This is an optimization exercise on Yosys and OpenROAD, whose aim is small area and a short achievable clock period, not a production implementation.
The RTL was checked by simulation tests, not by an equivalence proof against the original design.
Power figures rest on the tool's default switching activity, not on a simulated workload.

--- design/flow/design.v ---
module frer_recov (
    input  wire        clk,
    input  wire        rst,              
    input  wire        cfg_we,
    input  wire [2:0]  cfg_stream,
    input  wire        cfg_en,           
    input  wire [5:0]  cfg_hist_len_m1,  
    input  wire [10:0] cfg_reset_fr,     
    input  wire        cfg_recov_reset,  
    input  wire        in_valid,
    input  wire [2:0]  in_stream,
    input  wire        in_tagged,
    input  wire [15:0] in_seq,
    input  wire        tick,
    output reg         out_valid,
    output reg         out_pass,
    output reg  [2:0]  out_why,
    input  wire        rd_en,
    input  wire [2:0]  rd_stream,
    input  wire [3:0]  rd_sel,
    output reg         rd_valid,
    output reg  [15:0] rd_data
);
    localparam NS = 8;
    localparam [2:0] WHY_PASS     = 3'd0;
    localparam [2:0] WHY_OOO      = 3'd1;
    localparam [2:0] WHY_DUP      = 3'd2;
    localparam [2:0] WHY_ROGUE    = 3'd3;
    localparam [2:0] WHY_TAGLESS  = 3'd4;
    localparam [2:0] WHY_DISABLED = 3'd5;
    integer s, k, j;
    reg        en    [0:NS-1];
    reg [5:0]  hl_m1 [0:NS-1];
    reg [9:0]  rfr_m1[0:NS-1];
    wire       c_en_old = en[cfg_stream];
    wire [5:0] c_hl_old = hl_m1[cfg_stream];
    wire       c_rst    = cfg_recov_reset || (cfg_en != c_en_old) ||
                          (cfg_hist_len_m1 != c_hl_old);
    wire [10:0] c_rfr_m1 = cfg_reset_fr - 11'd1;
    always @(posedge clk) begin
        for (s = 0; s < NS; s = s + 1) begin
            if (rst)
                en[s] <= 1'b0;
            else if (cfg_we && cfg_stream == s[2:0])
                en[s] <= cfg_en;
            if (cfg_we && cfg_stream == s[2:0]) begin
                hl_m1[s]  <= cfg_hist_len_m1;
                rfr_m1[s] <= c_rfr_m1[9:0];
            end
        end
    end
    reg        p_rst;
    reg        p_cfg_rst;        
    reg [2:0]  p_cfg_stream;
    reg        p_tick;
    reg        p_rd_clr;         
    reg [2:0]  p_rd_stream;
    reg [2:0]  p_rd_cnt;
    reg [2:0]  p_stream;         
    reg [15:0] p_seq;
    reg [5:0]  p_hl_m1;          
    reg [6:0]  p_lo;             
    reg [5:0]  p_diff;           
    reg        p_ta;             
    reg [63:0] p_hist;           
    reg        take_any [0:NS-1];
    reg [15:0] recov_seq[0:NS-1];
    reg        recov_z  [0:NS-1];    
    reg [63:0] hist     [0:NS-1];
    reg        hist_z   [0:NS-1];    
    reg [9:0]  since    [0:NS-1];
    reg [15:0] cnt      [0:NS-1][0:7];
    reg        st_take_any [0:NS-1];
    reg [15:0] st_recov    [0:NS-1];
    reg        st_recov_z  [0:NS-1];
    reg [63:0] st_hist     [0:NS-1];
    reg        st_hist_z   [0:NS-1];
    reg [9:0]  st_since    [0:NS-1];
    reg [15:0] st_cnt      [0:NS-1][0:7];
    wire        f_ta   = p_ta;
    wire [63:0] f_old  = p_hist;
    wire        f_pass = out_valid && out_pass;
    wire        f_fwd  = f_pass && out_why == WHY_PASS && !f_ta;
    wire [6:0]  f_hl   = {1'b0, p_hl_m1} + 7'd1;
    wire [5:0]  f_back = 6'd0 - p_diff;
    wire [6:0]  f_lo = p_lo;
    reg  [63:0] f_out;           
    reg  [63:0] f_seen;
    always @(*)
        for (j = 0; j < 64; j = j + 1) begin
            f_out[j]  = (j >= f_lo);
            f_seen[j] = f_old[j] && f_out[j];
        end
    wire        f_fwd_kind = out_why != WHY_OOO;
    wire [63:0] f_keep  = f_ta ? 64'd0 : (f_fwd_kind ? ~f_out : {64{1'b1}});
    wire [5:0]  f_amt   = f_fwd_kind ? p_diff : 6'd0;
    wire [63:0] f_set   = (f_ta || f_fwd_kind) ? 64'd1 : (64'd1 << f_back);
    wire [63:0] f_hist  = ((f_old & f_keep) << f_amt) | f_set;
    function [6:0] ones64;
        input [63:0] v;
        reg [1:0] a [0:31];
        reg [2:0] b [0:15];
        reg [3:0] c [0:7];
        reg [4:0] d [0:3];
        reg [5:0] e [0:1];
        integer i;
        begin
            for (i = 0; i < 32; i = i + 1) a[i] = {1'b0, v[2*i]} + {1'b0, v[2*i+1]};
            for (i = 0; i < 16; i = i + 1) b[i] = {1'b0, a[2*i]} + {1'b0, a[2*i+1]};
            for (i = 0; i < 8; i = i + 1)  c[i] = {1'b0, b[2*i]} + {1'b0, b[2*i+1]};
            for (i = 0; i < 4; i = i + 1)  d[i] = {1'b0, c[2*i]} + {1'b0, c[2*i+1]};
            for (i = 0; i < 2; i = i + 1)  e[i] = {1'b0, d[2*i]} + {1'b0, d[2*i+1]};
            ones64 = {1'b0, e[0]} + {1'b0, e[1]};
        end
    endfunction
    wire [6:0] f_lost = {1'b0, p_diff} - ones64(f_seen);
    function [15:0] sat_inc;
        input [15:0] a;
        input [6:0]  b;
        reg   [16:0] t;
        begin
            t = {1'b0, a} + {10'd0, b};
            sat_inc = t[16] ? 16'hFFFF : t[15:0];
        end
    endfunction
    wire [2:0]  g_type = out_pass ? 3'd0 :
                         (out_why == WHY_DUP)     ? 3'd1 :
                         (out_why == WHY_ROGUE)   ? 3'd3 :
                         (out_why == WHY_TAGLESS) ? 3'd6 : 3'd7;
    wire [15:0] g_old  = cnt[p_stream][g_type];
    wire        g_clr  = p_rd_clr && p_rd_stream == p_stream && p_rd_cnt == g_type;
    wire [15:0] g_base = g_clr ? 16'd0 : g_old;
    wire [15:0] g_cnt  = (&g_base) ? g_base : g_base + 16'd1;
    wire [15:0] o_old  = cnt[p_stream][2];
    wire        o_clr  = p_rd_clr && p_rd_stream == p_stream && p_rd_cnt == 3'd2;
    wire [15:0] o_base = o_clr ? 16'd0 : o_old;
    wire [15:0] g_ooo  = (&o_base) ? o_base : o_base + 16'd1;
    reg        hit, upd, cr, ta1, fire, clr, kill;
    reg [16:0] cy;
    reg [9:0]  base;
    reg [6:0]  inc [0:7];
    always @(*) begin
        for (s = 0; s < NS; s = s + 1) begin
            hit = out_valid && p_stream == s[2:0];
            upd = hit && out_pass;
            cr  = p_cfg_rst && p_cfg_stream == s[2:0];
            ta1  = upd ? 1'b0 : take_any[s];
            base = upd ? 10'd0 : since[s];
            st_recov[s]   = (upd && out_why == WHY_PASS) ? p_seq : recov_seq[s];
            st_recov_z[s] = (upd && out_why == WHY_PASS) ? 1'b0 : recov_z[s];
            st_hist[s]    = upd ? f_hist : hist[s];
            st_hist_z[s]  = upd ? 1'b0 : hist_z[s];
            if (cr) begin
                ta1 = 1'b1;
                st_hist_z[s] = 1'b1;
            end
            fire = 1'b0;
            st_since[s] = base;
            if (p_tick && en[s] && !ta1) begin
                st_since[s] = base + 10'd1;
                if (base >= rfr_m1[s]) begin
                    fire = 1'b1;
                    ta1  = 1'b1;
                end
            end
            st_take_any[s] = ta1;
            for (k = 0; k < 8; k = k + 1)
                inc[k] = 7'd0;
            if (hit) begin
                inc[0] = {6'd0, out_pass};
                inc[1] = {6'd0, out_why == WHY_DUP};
                inc[2] = {6'd0, out_why == WHY_OOO};
                inc[3] = {6'd0, out_why == WHY_ROGUE};
                inc[6] = {6'd0, out_why == WHY_TAGLESS};
                inc[7] = {6'd0, out_why == WHY_DISABLED};
                if (f_fwd)
                    inc[4] = f_lost;
            end
            inc[5] = {6'd0, fire};
            for (k = 0; k < 8; k = k + 1) begin
                clr  = p_rd_clr && p_rd_stream == s[2:0] && p_rd_cnt == k[2:0];
                kill = p_rst || clr;
                if (k == 4) begin
                    st_cnt[s][k] = sat_inc(kill ? 16'd0 : cnt[s][k], inc[k]);
                end else if (k == 5) begin
                    cy[0] = inc[k][0] && !(&cnt[s][k]);
                    for (j = 0; j < 16; j = j + 1)
                        cy[j+1] = cy[j] && cnt[s][k][j];
                    for (j = 0; j < 16; j = j + 1)
                        st_cnt[s][k][j] = kill ? (j == 0 && inc[k][0]) : (cnt[s][k][j] ^ cy[j]);
                end else if (k == 2) begin
                    st_cnt[s][k] = inc[k][0] ? g_ooo : (kill ? 16'd0 : cnt[s][k]);
                end else begin
                    st_cnt[s][k] = (hit && g_type == k[2:0]) ? g_cnt : (kill ? 16'd0 : cnt[s][k]);
                end
            end
            if (p_rst) begin
                st_take_any[s] = 1'b1;
                st_recov_z[s]  = 1'b1;
                st_hist_z[s]   = 1'b1;
            end
        end
    end
    always @(posedge clk) begin
        for (s = 0; s < NS; s = s + 1) begin
            take_any[s]  <= st_take_any[s];
            recov_seq[s] <= st_recov[s];
            recov_z[s]   <= st_recov_z[s];
            hist[s]      <= st_hist[s];
            hist_z[s]    <= st_hist_z[s];
            since[s]     <= st_since[s];
            for (k = 0; k < 8; k = k + 1)
                cnt[s][k] <= st_cnt[s][k];
        end
    end
    reg [7:0]    v_en, v_ta, v_recov_z, v_hist_z;
    reg [47:0]   v_hl_m1;
    reg [127:0]  v_recov;
    reg [511:0]  v_hist;
    reg [1023:0] v_cnt;
    always @(*)
        for (s = 0; s < NS; s = s + 1) begin
            v_en[s]              = en[s];
            v_ta[s]              = st_take_any[s];
            v_recov_z[s]         = st_recov_z[s];
            v_hist_z[s]          = st_hist_z[s];
            v_hl_m1[6*s +: 6]    = hl_m1[s];
            v_recov[16*s +: 16]  = st_recov[s];
            v_hist[64*s +: 64]   = st_hist[s];
            for (k = 0; k < 8; k = k + 1)
                v_cnt[128*s+16*k +: 16] = st_cnt[s][k];
        end
    wire        d_pass;
    wire [2:0]  d_why;
    wire        s_take_any;
    wire [5:0]  s_hl_m1;
    wire [5:0]  dl;
    wire [6:0]  s_lo;
    wire [63:0] s_hist;
    frer_recov_dec u_dec (
        .in_stream(in_stream), .in_tagged(in_tagged), .in_seq(in_seq),
        .v_en(v_en), .v_ta(v_ta), .v_hl_m1(v_hl_m1), .v_recov(v_recov), .v_hist(v_hist),
        .d_pass(d_pass), .d_why(d_why), .s_take_any(s_take_any), .s_hl_m1(s_hl_m1),
        .dl(dl), .s_lo(s_lo), .s_hist(s_hist));
    wire [15:0] rd_mux;
    frer_recov_rd u_rd (
        .rd_stream(rd_stream), .rd_sel(rd_sel),
        .v_ta(v_ta), .v_recov_z(v_recov_z), .v_hist_z(v_hist_z),
        .v_recov(v_recov), .v_hist(v_hist), .v_cnt(v_cnt), .rd_mux(rd_mux));
    always @(posedge clk) begin
        p_rst        <= rst;
        p_cfg_rst    <= cfg_we && c_rst;
        p_cfg_stream <= cfg_stream;
        p_tick       <= tick;
        p_rd_clr     <= rd_en && !rd_sel[3];
        p_rd_stream  <= rd_stream;
        p_rd_cnt     <= rd_sel[2:0];
        p_stream     <= in_stream;
        p_seq        <= in_seq;
        p_hl_m1      <= s_hl_m1;
        p_diff       <= dl;
        p_lo         <= s_lo;
        p_ta         <= s_take_any;
        p_hist       <= s_hist;
        out_valid <= !rst && in_valid;
        out_pass  <= d_pass;
        out_why   <= d_why;
        rd_valid  <= !rst && rd_en;
        rd_data   <= rd_mux;
    end
endmodule
module frer_recov_dec (
    input  wire [2:0]   in_stream,
    input  wire         in_tagged,
    input  wire [15:0]  in_seq,
    input  wire [7:0]   v_en,
    input  wire [7:0]   v_ta,
    input  wire [47:0]  v_hl_m1,
    input  wire [127:0] v_recov,
    input  wire [511:0] v_hist,
    output wire         d_pass,
    output wire [2:0]   d_why,
    output wire         s_take_any,
    output wire [5:0]   s_hl_m1,
    output wire [5:0]   dl,
    output wire [6:0]   s_lo,        
    output wire [63:0]  s_hist
);
    localparam [2:0] WHY_PASS     = 3'd0;
    localparam [2:0] WHY_OOO      = 3'd1;
    localparam [2:0] WHY_DUP      = 3'd2;
    localparam [2:0] WHY_ROGUE    = 3'd3;
    localparam [2:0] WHY_TAGLESS  = 3'd4;
    localparam [2:0] WHY_DISABLED = 3'd5;
    wire [9:0]  q_hi    = in_seq[15:6];
    wire [5:0]  q_lo    = in_seq[5:0];
    wire [9:0]  q_hi_m1 = q_hi - 10'd1;
    wire [9:0]  q_hi_p1 = q_hi + 10'd1;
    wire        s_en    = v_en[in_stream];
    assign      s_take_any = v_ta[in_stream];
    assign      s_hl_m1 = v_hl_m1[6*in_stream +: 6];
    wire [15:0] s_recov = v_recov[16*in_stream +: 16];
    assign      s_hist  = v_hist[64*in_stream +: 64];
    wire [9:0]  r_hi    = s_recov[15:6];
    wire [5:0]  r_lo    = s_recov[5:0];
    wire        e0 = (q_hi    == r_hi);      
    wire        e1 = (q_hi_m1 == r_hi);      
    wire        em = (q_hi_p1 == r_hi);      
    wire [6:0]  dl_full = {1'b0, q_lo} - {1'b0, r_lo};
    wire        borrow  = dl_full[6];
    assign      dl      = dl_full[5:0];
    wire        hi_zero = borrow ? e1 : e0;
    wire        hi_ones = borrow ? e0 : em;
    wire        dl_zero = (dl == 6'd0);
    wire        ahead   = hi_zero && !dl_zero && (dl <= s_hl_m1);
    wire        behind  = (hi_zero && dl_zero) ||
                          (hi_ones && !dl_zero && (~dl < s_hl_m1));
    assign      s_lo    = {1'b0, s_hl_m1} + 7'd1 - {1'b0, dl};
    integer s;
    reg [2:0] lo_i [0:7];
    reg [2:0] hi_i [0:7];
    reg [7:0] bw_i;
    always @(*)
        for (s = 0; s < 8; s = s + 1) begin
            lo_i[s] = v_recov[16*s +: 3] - q_lo[2:0];
            bw_i[s] = v_recov[16*s +: 3] < q_lo[2:0];
            hi_i[s] = v_recov[16*s+3 +: 3] - q_lo[5:3];
        end
    wire [2:0] lo_x = lo_i[in_stream];
    wire [2:0] hi_x = hi_i[in_stream];
    wire       bw_x = bw_i[in_stream];
    reg  [7:0] g;
    integer m;
    always @(*)
        for (m = 0; m < 8; m = m + 1)
            g[m] = s_hist[8*m + lo_x];
    wire [2:0] hi_m = hi_x - 3'd1;
    wire       dup  = bw_x ? g[hi_m] : g[hi_x];
    wire        pre_pass = s_en && in_tagged && (s_take_any || ahead);
    wire        pre_look = s_en && in_tagged && !s_take_any && !ahead && behind;
    reg  [2:0]  pre_why;
    always @(*) begin
        if (!s_en)
            pre_why = WHY_DISABLED;
        else if (!in_tagged)
            pre_why = WHY_TAGLESS;
        else if (s_take_any || ahead)
            pre_why = WHY_PASS;
        else
            pre_why = WHY_ROGUE;
    end
    assign d_pass = pre_look ? !dup : pre_pass;
    assign d_why  = pre_look ? (dup ? WHY_DUP : WHY_OOO) : pre_why;
endmodule
module frer_recov_rd (
    input  wire [2:0]    rd_stream,
    input  wire [3:0]    rd_sel,
    input  wire [7:0]    v_ta,
    input  wire [7:0]    v_recov_z,
    input  wire [7:0]    v_hist_z,
    input  wire [127:0]  v_recov,
    input  wire [511:0]  v_hist,
    input  wire [1023:0] v_cnt,
    output reg  [15:0]   rd_mux
);
    wire [7:0]  rd_s1 = 8'd1 << rd_stream;
    wire [15:0] rd_k1 = 16'd1 << rd_sel;
    wire [127:0] part;
    genvar g;
    generate
        for (g = 0; g < 8; g = g + 1) begin : st
            frer_recov_rd1 u (
                .pick(rd_s1[g]), .k1(rd_k1[13:0]), .ta(v_ta[g]),
                .recov_z(v_recov_z[g]), .hist_z(v_hist_z[g]),
                .recov(v_recov[16*g +: 16]), .hist(v_hist[64*g +: 64]),
                .cnt(v_cnt[128*g +: 128]), .word(part[16*g +: 16]));
        end
    endgenerate
    integer s;
    always @(*) begin
        rd_mux = 16'd0;
        for (s = 0; s < 8; s = s + 1)
            rd_mux = rd_mux | part[16*s +: 16];
    end
endmodule
module frer_recov_rd1 (
    input  wire         pick,
    input  wire [13:0]  k1,
    input  wire         ta,
    input  wire         recov_z,
    input  wire         hist_z,
    input  wire [15:0]  recov,
    input  wire [63:0]  hist,
    input  wire [127:0] cnt,
    output reg  [15:0]  word
);
    reg     rsel;
    integer k;
    always @(*) begin
        word = 16'd0;
        for (k = 0; k < 8; k = k + 1) begin
            rsel = pick && k1[k];
            word = word | (cnt[16*k +: 16] & {16{rsel}});
        end
        rsel = pick && k1[8] && !recov_z;
        word = word | (recov & {16{rsel}});
        rsel = pick && k1[9];
        word = word | {15'd0, ta && rsel};
        for (k = 0; k < 4; k = k + 1) begin
            rsel = pick && k1[10+k] && !hist_z;
            word = word | (hist[16*k +: 16] & {16{rsel}});
        end
    end
endmodule
--- design/flow/flow/run.sh ---
#!/bin/bash
# Standard ORFS layout (the standard.sh, standard synthesis unchanged).
# Up to clock tree synthesis, the resizer's setup repair is asked to keep a
# large margin, so that it sizes the paths from the inputs instead of leaving
# minimum-size cells on them; routing and finishing then run as standard.
set -euo pipefail
bash standard.sh SETUP_SLACK_MARGIN=45 TNS_END_PERCENT=100 cts > make_cts.log 2>&1
bash standard.sh finish > make_finish.log 2>&1
--- design/flow/standard.sh ---
#!/bin/bash
# synth_recipe.tcl (not shown) runs the flow's synth.tcl, then flattens the netlist and writes it again
# the make line also repeats each setting of config.mk as NAME=value (left out here)
make -C /OpenROAD-flow-scripts/flow DESIGN_CONFIG=/design/flow/config.mk WORK_HOME=/design/flow/orfs CLKGATE_MAP_FILE= SYNTH_SCRIPT=/design/flow/synth_recipe.tcl "${@:-finish}"
--- design/flow/config.mk ---
export PLATFORM = sky130hd
export DESIGN_NAME = frer_recov
export DESIGN_NICKNAME = frer_recov
export VERILOG_FILES = /design/flow/design.v
export SDC_FILE = /design/flow/constraint.sdc
export NUM_CORES = 4
export LEC_CHECK = 0
export CAP_MARGIN = 35
export CORE_MARGIN = 2
export CORE_UTILIZATION = 35
export CTS_CLUSTER_DIAMETER = 100
export CTS_CLUSTER_SIZE = 20
export SLEW_MARGIN = 35
export SYNTH_HIERARCHICAL = 1
--- design/flow/constraint.sdc ---
create_clock -name core_clock -period 60.0 [get_ports {clk}]
set_input_delay 12.0000 -clock core_clock [delete_from_list [all_inputs] [get_ports {clk}]]
set_output_delay 12.0000 -clock core_clock [all_outputs]
set_load 0.01 [all_outputs]
==> summary.txt <==
==> metrics by stage <==
stage | hold WS, ns | std cells
floorplan | 0.425 | 11700
global placement | 0.447 | 15200
detailed placement | 0.453 | 15200
CTS | 0.473 | 15400
global route | 0.497 | 15400
finish | 0.476 | 15500
==> worst max-delay path by stage <==
stage                       from    endpoint  cells past startpoint  slack (ns)
global route        in_stream[0]  out_why[1]                     20       44.23
detailed placement  in_stream[1]  out_why[1]                     19       42.11
floorplan           in_stream[0]  out_why[1]                     24       43.30
CTS                 in_stream[0]  out_why[1]                     20       44.50
global placement    in_stream[1]  out_why[1]                     19       42.12
finish              in_stream[1]  out_why[1]                     13       44.30
==> worst max-delay path: cells and delay by family <==
kind	cells	cell delay [ns]
AND/OR/NAND/NOR	6	1.86
AO/OA/AOI/OAI	3	1.15
buffers and inverters	3	0.94
XOR/XNOR	1	0.40
==> cell usage in the layout, fill, tap and decap left out, types with 34 or more instances in the layout <==
cell type and instances:
sky130_fd_sc_hd__mux2i_1 186, sky130_fd_sc_hd__inv_1 317, sky130_fd_sc_hd__and2_1 282, sky130_fd_sc_hd__mux4_2 212, sky130_fd_sc_hd__a21o_1 92, sky130_fd_sc_hd__a221oi_1 55
sky130_fd_sc_hd__a22o_1 251, sky130_fd_sc_hd__a221o_1 136, sky130_fd_sc_hd__nand3b_1 34, sky130_fd_sc_hd__a21oi_1 370, sky130_fd_sc_hd__a211oi_2 41, sky130_fd_sc_hd__nor2b_1 51
sky130_fd_sc_hd__a31oi_1 52, sky130_fd_sc_hd__clkdlybuf4s50_1 63, sky130_fd_sc_hd__o21ai_0 1189, sky130_fd_sc_hd__nor4_1 49, sky130_fd_sc_hd__nand2_1 1708, sky130_fd_sc_hd__and3_1 63
sky130_fd_sc_hd__xor2_1 90, sky130_fd_sc_hd__a22oi_1 808, sky130_fd_sc_hd__fa_1 76, sky130_fd_sc_hd__a211oi_1 59, sky130_fd_sc_hd__o22ai_1 63, sky130_fd_sc_hd__nor2_1 368
sky130_fd_sc_hd__diode_2 51, sky130_fd_sc_hd__nand4_1 213, sky130_fd_sc_hd__o211ai_1 55, sky130_fd_sc_hd__nor3_1 99, sky130_fd_sc_hd__clkbuf_16 117, sky130_fd_sc_hd__mux2_2 260
sky130_fd_sc_hd__nand2b_1 57, sky130_fd_sc_hd__dfxtp_1 1900, sky130_fd_sc_hd__nand3_1 168, sky130_fd_sc_hd__edfxtp_1 128, sky130_fd_sc_hd__buf_4 390, sky130_fd_sc_hd__xnor2_1 137
sky130_fd_sc_hd__o21ai_1 42, sky130_fd_sc_hd__ha_1 372
==> final cells by class <==
class / instances / area [µm²]
diodes: 51 / 128
inverters: 334 / 1270
clock buffers: 139 / 3040
clock inverters: 16 / 297
flip-flops and latches: 2036 / 42100
well taps: 3978 / 4980
fillers: 30800 / 186000
repair buffers: 534 / 4840
multi-input cells: 8370 / 59900
==> per-layer routing <==
metal	global-route usage (%)	wire length (µm)	up-vias	part of all wire (%)
li1	-	-	42300	-
met1	45.7	218000	49900	38
met2	48.9	224000	7940	39
met3	13.7	81900	1797	14
met4	27.2	53900	52	9.3
met5	0.219	590	-	0.10
==> power groups by stage <==
stage | sequential [mW] | combinational, mW | clock (mW)
3_3_place_gp | 1.42 | 0.428 | 0
4_1_cts | 1.38 | 0.445 | 0.885
5_1_grt | 1.39 | 0.475 | 0.926
3_5_place_dp | 1.42 | 0.432 | 0
6_report | 1.38 | 0.466 | 0.888
2_1_floorplan | 1.41 | 0.240 | 0
==> what timing repair did <==
item	4_1_cts	5_1_grt
resized for setup	115	0
setup endpoints to repair	23	0
setup buffers	40	0
==> registers in the layout (all words and copies together), names as in the netlist, 3 cells and up <==
signal        count
recov_seq       128
out_why           3
p_lo              7
take_any          8
p_diff            6
rd_data          16
hl_m1            48
en                8
cnt            1024
rfr_m1           80
recov_z           8
hist            512
since            80
p_rd_cnt          3
p_rd_stream       3
p_cfg_stream      3
p_hist           64
p_stream          3
p_seq            16
hist_z            8
==> summary.txt <==
P&R area growth vs syn=9.48%; critical path startpoint category=input port; Net Count, Synth=12200; Req. time, crit path=60.76 ns; initial antenna violation count=86; detailed-placement wirelength estimate=422000 µm; CP max stage delay=0.76 ns; detailed-route wire length=579000 µm; slew at the pin closest to its max-slew limit=about 1.2 ns; Avg Inst Size Synth=9.13 µm²; mean routed wirelength per cell=37.4 µm; CTS tree=yes; setup skew after layout=~0.064 ns; critical register-to-register path startpoint=p_lo[6]; PortBufs=75; Max clock buf depth=3; fraction of layout cells with a size suffix above 1=12.4%; setup slack of the critical path after layout=~44 ns; largest net degree at the start of global routing=129; clock period minus worst slack=15.70 ns; clock latency reported for the late side of the worst-skew pair=0.88 ns; final core utilization=38.5%; count of hold buffers inserted by post-cts repair=0; Die X=556 µm; H-tree depth reported by CTS=3; via count=102000; endpoint of the most critical register-to-register path=rd_data[3]; TritonCTS sink count=2036; normalized max-slew margin=a little over a fifth; first-iteration detailed-routing DRC count=17500; weighted congestion reported at the end of routability-driven placement=between 1 and 1.5; Worst IR Drop VDD=between 40 and 50 µV; Crit-path slowest cell=sky130_fd_sc_hd__o221ai_2; CORE AREA=303000 µm²; Register-to-Register Setup Slack=between 40 and 50 ns; Cell Area, Placed=around 110000 µm²; net switching fraction of the power=31.7%; full die area=309000 µm²; clock share of power=about a third; number of global-route vias before repair=92000; Final Cell Area=117000 µm²; depth of the worst register-to-register path=40; Synth Cell Area=about 110000 µm²; hold path startpoint=recov_z[7]; chip height=556 µm; Post-layout nets=11900; power share of the combinational group=17.0%; proportion of power drawn by flip-flops and latches=50.6%; clock-pin slew on the worst setup and hold paths=0.09 ns; number of clock buffers inserted by TritonCTS=116; unrepaired setup endpoints after global routing=false; Power per Cell Area=23.5 nW/µm²; reported net switching power=just under 0.9 mW; capture endpoint of the worst hold path=recov_z[7]; number of nets with antenna violations after detailed routing=0; WP data arrival=16.46 ns; ordered list of cells on the worst path=buf_16, buf_6, or2b_1, buf_4, a2bb2oi_1, o221ai_2, xor2_1, nor3b_1, nand4_1, or3b_1, o211a_4, or4b_4, and3b_1; post-DR vias/cell=6.60; standby leakage power=about 43 nW; Initial Utilization=between 30% and 40%; Fmax=~0.064 GHz; post-layout total power=2.74 mW; worst-case setup slack after placement=42.11 ns; Crit Path Class=input port to flop; Critical Path Sink Type=flop; CP Max Fanout=45; result of the run=timing/DRC/antenna clean; IO Pins=77; total grt overflow=0; Post-route DRC=0; Finish-stage setup viols=0; CTS root buf=sky130_fd_sc_hd__clkbuf_16; number of iterations in the first detailed-routing pass=13; number of hold-slack violations in the final timing report=0; global router's overall resource usage=a little over a third; worst min path class=flop to flop; final-report max-slew violation count=0; count of warnings emitted by yosys=35; share of the cycle needed by the critical path after routing=a little over a quarter; instance count of the mapped netlist=11700; depth of the worst hold-timing path=1; # Max-Cap Violations=0; wire length of the first global-routing pass=777000 µm; Total Negative Setup Slacks=0 ns; row count=just over 200; internal power summed over all cells=between 1.5 and 2 mW

## port drivers added, routing unchanged
How much do the figures lean on ideal ports? The routed layout below was timed once more, with nothing changed but the port constraints.
Step 1 sets driving cells, clkbuf_16 on the clock port and buf_2 on the other inputs (assumed; they add their load-dependent delay and slew).
Step 2 times the ports against the registers' clock, not the clock port: input delays grow and output delays shrink by t, the midpoint of the rising clock arrivals with the driver on.
a / b / c = ideal / step 1 / step 2; a / b = the first two.
t, ns: 0.949
setup slack, ns: 44.300 / 44.080 / 43.131
worst setup path at the end: input to register
slew at the worst register clock pin (ns): 0.10 / 0.10
pins driven straight from the clock port: 1
After both steps setup and hold are still met in this run. For this run, drivers alone change the setup slack by -0.220 ns; drivers and shift together by -1.169 ns.
